Source: an optimization exercise on an open RTL-to-GDS flow (aim: small area, a short achievable clock period and few clock cycles per item). Production flows keep margins and buffers that such runs may drop.
Power and IR drop assume default switching activity.

==> flow/design.v <==
module segdec (
    input  wire        clk,
    input  wire        rst,
    input  wire        hdr_valid,
    output wire        hdr_ready,
    input  wire [63:0] hdr_tag,
    input  wire [3:0]  hdr_kind,
    input  wire [9:0]  hdr_len,
    input  wire [31:0] hdr_check,
    input  wire        din_valid,
    output wire        din_ready,
    input  wire [63:0] din_data,
    output reg         dout_valid,
    output reg  [71:0] dout_data,
    output reg         res_valid,
    output wire        res_check_ok,
    output wire        res_decode_ok
);
    localparam [1:0] I_IDLE = 2'd0, I_TAG = 2'd1, I_HDR = 2'd2, I_DATA = 2'd3;
    function [31:0] crc8;
        input [31:0] c;
        input [7:0]  d;
        integer k;
        reg [31:0] t;
        begin
            t = c ^ {24'd0, d};
            for (k = 0; k < 8; k = k + 1)
                t = t[0] ? ((t >> 1) ^ 32'h82F63B78) : (t >> 1);
            crc8 = t;
        end
    endfunction
    reg  [1:0]  ist;
    reg  [2:0]  bidx;         
    reg  [31:0] crc;
    reg  [31:0] check;
    reg         chk_ok;
    reg         cmp;          
    reg  [9:0]  blft;         
    reg         in_done;      
    reg         busy;         
    reg         raw;
    reg         err;
    reg  [6:0]  beats;        
    reg  [2:0]  lane;         
    reg  [8:0]  prev;
    reg         in_run;
    reg  [9:0]  rm;           
    reg  [23:0] w;            
    reg  [4:0]  cnt;          
    wire room = (cnt <= 5'd16) || err || (beats == 7'd0);
    wire in_data = (ist == I_DATA);
    wire last_byte = (bidx == 3'd7) || (blft == 10'd1);
    assign hdr_ready = (ist == I_HDR) && !busy;
    assign din_ready = in_data && last_byte && room;
    wire hdr_fire = hdr_valid && hdr_ready;
    wire adv = in_data && din_valid && room;
    wire tag_step = hdr_valid && ((ist == I_IDLE) || (ist == I_TAG));
    wire [7:0]  dbyte = din_data[8*bidx +: 8];
    wire [7:0]  tbyte = hdr_tag[8*bidx +: 8];
    wire [7:0]  cbyte = in_data ? dbyte : tbyte;
    wire [31:0] crc_in = (ist == I_IDLE) ? 32'hFFFFFFFF : crc;
    wire [31:0] crc_nx = crc8(crc_in, cbyte);
    reg  [3:0]  clen;
    reg  [3:0]  xb;
    reg         t_run;        
    reg         t_set;        
    reg  [9:0]  db;           
    reg         cin;
    always @(*) begin
        clen = 4'd2; xb = 4'd0; t_run = 1'b0; t_set = 1'b0; db = 10'd0; cin = 1'b0;
        casez ({w[0], w[1], w[2], w[3], w[4], w[5], w[6], w[7], w[8]})
            9'b00???????: begin clen = 4'd2; t_set = 1'b1; end
            9'b010??????: begin clen = 4'd3; t_run = 1'b1; db = 10'd0; end
            9'b011??????: begin clen = 4'd3; db = 10'd0; cin = 1'b1; end
            9'b100??????: begin clen = 4'd3; db = 10'h3FF; end
            9'b1010?????: begin clen = 4'd4; t_run = 1'b1; db = 10'd1; end
            9'b1011?????: begin clen = 4'd4; t_run = 1'b1; db = 10'd2; xb = 4'd1; end
            9'b11000????: begin clen = 4'd5; t_run = 1'b1; db = 10'd4; xb = 4'd2; end
            9'b11001????: begin clen = 4'd5; t_run = 1'b1; db = 10'd8; xb = 4'd3; end
            9'b11010????: begin clen = 4'd5; db = 10'd1; cin = 1'b1; end
            9'b11011????: begin clen = 4'd5; db = 10'h3FE; end
            9'b111000???: begin clen = 4'd6; t_set = 1'b1; xb = 4'd9; end
            9'b111001???: begin clen = 4'd6; t_run = 1'b1; db = 10'd16; xb = 4'd4; end
            9'b111010???: begin clen = 4'd6; t_run = 1'b1; db = 10'd256; xb = 4'd8; end
            9'b111011???: begin clen = 4'd6; db = 10'd2; cin = 1'b1; xb = 4'd1; end
            9'b111100???: begin clen = 4'd6; db = 10'h3FC; xb = 4'd1; end
            9'b1111010??: begin clen = 4'd7; t_run = 1'b1; db = 10'd32; xb = 4'd5; end
            9'b1111011??: begin clen = 4'd7; db = 10'd4; cin = 1'b1; xb = 4'd2; end
            9'b1111100??: begin clen = 4'd7; db = 10'h3F8; xb = 4'd2; end
            9'b11111010?: begin clen = 4'd8; t_run = 1'b1; db = 10'd64; xb = 4'd6; end
            9'b11111011?: begin clen = 4'd8; t_run = 1'b1; db = 10'd128; xb = 4'd7; end
            9'b11111100?: begin clen = 4'd8; db = 10'd8; cin = 1'b1; xb = 4'd3; end
            9'b11111101?: begin clen = 4'd8; db = 10'h3F0; xb = 4'd3; end
            9'b111111100: begin clen = 4'd9; db = 10'd16; cin = 1'b1; xb = 4'd4; end
            9'b111111101: begin clen = 4'd9; db = 10'h3E0; xb = 4'd4; end
            9'b111111110: begin clen = 4'd9; db = 10'd32; cin = 1'b1; xb = 4'd5; end
            default:      begin clen = 4'd9; db = 10'h3C0; xb = 4'd5; end
        endcase
    end
    wire [4:0]  tok_bits = {1'b0, clen} + {1'b0, xb};
    wire        tok_fit  = (tok_bits <= cnt);
    wire [8:0]  xsh      = w[clen +: 9];
    wire [8:0]  xval     = xsh & ~(9'h1FF << xb);
    wire [9:0]  dx       = db | {1'b0, xval};
    wire [10:0] pv       = t_set ? 11'd0 : {2'b00, prev};
    wire [10:0] v        = pv + {dx[9], dx} + {10'd0, cin};
    wire        val_ok   = (v[10:9] == 2'b00);
    wire act    = busy && !err && (beats != 7'd0);
    wire go_raw = raw && (cnt >= 5'd9);
    wire go_tok = !raw && tok_fit;
    wire go     = act && (in_run || go_raw || go_tok);
    wire tokrun = !in_run && !raw && t_run;
    wire isrun  = in_run || tokrun;
    wire [9:0]  fill_m = in_run ? rm : (tokrun ? dx : 10'd0);
    wire [9:0]  s      = fill_m + {7'd0, lane};
    wire        bdone  = (s >= 10'd7);
    wire [8:0]  val    = isrun ? prev : (raw ? w[8:0] : v[8:0]);
    wire [4:0]  consume = (!act || in_run) ? 5'd0 : raw ? (go_raw ? 5'd9 : 5'd0)
                                             : (tok_fit ? tok_bits : 5'd0);
    wire [7:0]  abyte  = adv ? dbyte : 8'd0;
    wire [31:0] wins   = {8'd0, w} | ({24'd0, abyte} << cnt);
    wire [31:0] wsh    = wins >> consume;
    wire [4:0]  cnt_in = cnt + (adv ? 5'd8 : 5'd0);
    integer i;
    always @(posedge clk) begin
        dout_valid <= 1'b0;
        res_valid  <= 1'b0;
        if (rst) begin
            ist   <= I_IDLE;
            bidx  <= 3'd0;
            busy  <= 1'b0;
            cmp   <= 1'b0;
        end else begin
            case (ist)
                I_IDLE, I_TAG: if (tag_step) begin
                    crc  <= crc_nx;
                    bidx <= bidx + 3'd1;
                    ist  <= (bidx == 3'd7 && ist == I_TAG) ? I_HDR : I_TAG;
                end
                I_HDR: if (hdr_fire) begin
                    ist   <= I_DATA;
                    bidx  <= 3'd0;
                end
                default: if (adv) begin
                    crc  <= crc_nx;
                    bidx <= bidx + 3'd1;
                    blft <= blft - 10'd1;
                    if (blft == 10'd1) begin
                        ist  <= I_IDLE;
                        bidx <= 3'd0;
                        cmp  <= 1'b1;
                    end
                end
            endcase
            if (cmp) begin
                cmp     <= 1'b0;
                chk_ok  <= (crc == ~check);
                in_done <= 1'b1;
            end
            if (hdr_fire) begin
                check   <= hdr_check;
                blft    <= hdr_len;
                busy    <= 1'b1;
                in_done <= 1'b0;
                raw     <= (hdr_kind == 4'h3);
                err     <= !((hdr_kind == 4'h1) || (hdr_kind == 4'h3 && hdr_len == 10'd576));
                beats   <= 7'd64;
                lane    <= 3'd0;
                prev    <= 9'd0;
                in_run  <= 1'b0;
                w       <= 24'd0;
                cnt     <= 5'd0;
            end else if (busy) begin
                w   <= wsh[23:0];
                cnt <= cnt_in - consume;
                if (act && !in_run && !raw && !tok_fit && blft == 10'd0)
                    err <= 1'b1;                     
                if (go && tokrun && (s[9:3] >= beats))
                    err <= 1'b1;                     
                if (go && !isrun && !raw && !val_ok)
                    err <= 1'b1;                     
                if (adv && beats == 7'd0)
                    err <= 1'b1;                     
                if (go) begin
                    for (i = 0; i < 8; i = i + 1)
                        if (i >= lane && (s[9:3] != 7'd0 || i <= s[2:0]))
                            dout_data[9*i +: 9] <= val;
                    dout_valid <= bdone;
                    if (bdone) begin
                        beats <= beats - 7'd1;
                        lane  <= 3'd0;
                    end else begin
                        lane  <= s[2:0] + 3'd1;
                    end
                    in_run <= isrun && (s >= 10'd8);
                    rm     <= s - 10'd8;
                    if (!isrun && !raw)
                        prev <= v[8:0];
                end
                if (in_done && (err || beats == 7'd0)) begin
                    busy      <= 1'b0;
                    res_valid <= 1'b1;
                end
            end
        end
    end
    assign res_check_ok  = chk_ok;
    assign res_decode_ok = !err && (cnt < 5'd8) && (w[6:0] == 7'd0);
endmodule
clock: 13.5 ns
lec_check: 0
cap_margin: 50
core_margin: 2
core_utilization: 60
gpl_timing_driven: 1
setup_slack_margin: 5
slew_margin: 70
run.sh (not shown) runs the stock make flow with config.mk's settings and CLKGATE_MAP_FILE= SYNTH_SCRIPT=/design/flow/synth_recipe.tcl, a recipe that flattens the netlist after the stock synthesis.
Change:
--- a/flow/config.mk
+++ b/flow/config.mk
@@ -8 +8 @@
-export CAP_MARGIN = 50
+export CAP_MARGIN = 20
@@ -13 +13 @@
-export SLEW_MARGIN = 70
+export SLEW_MARGIN = 20
The new run completed with no timing, DRC or antenna violations.
Non-clock buffer count is lower by 46.
Wire length goes down by 2.8%.
Sequential power hardly moves.
Function was not checked in any run of this note: the RTL went through the layout flow alone.

==> separate check: timing with driven ports <==
No port has a modelled driver above. Below, the same layouts with a new extraction and two added sets of constraints. Step 1: set_driving_cell puts a clkbuf_16 on clk and a buf_2 on each other input, an assumption about the parent block. Step 2 also shifts input and output timing later by t, the mid clock arrival at the registers, as if the neighbouring blocks saw the same clock. a / b / c = ideal / step 1 / step 2; a / b = the first two.
run	t, ns	slack for setup (ns)	slew at the worst register clock pin (ns)	worst slew at a driven data input, ns	cell pins on the clock port's net
the first run	0.577	6.668 / 6.668 / 6.668	0.06 / 0.06	0.11	1
the second run	0.589	5.710 / 5.710 / 5.710	0.06 / 0.06	0.12	1
After both steps every run listed still meets setup and hold.
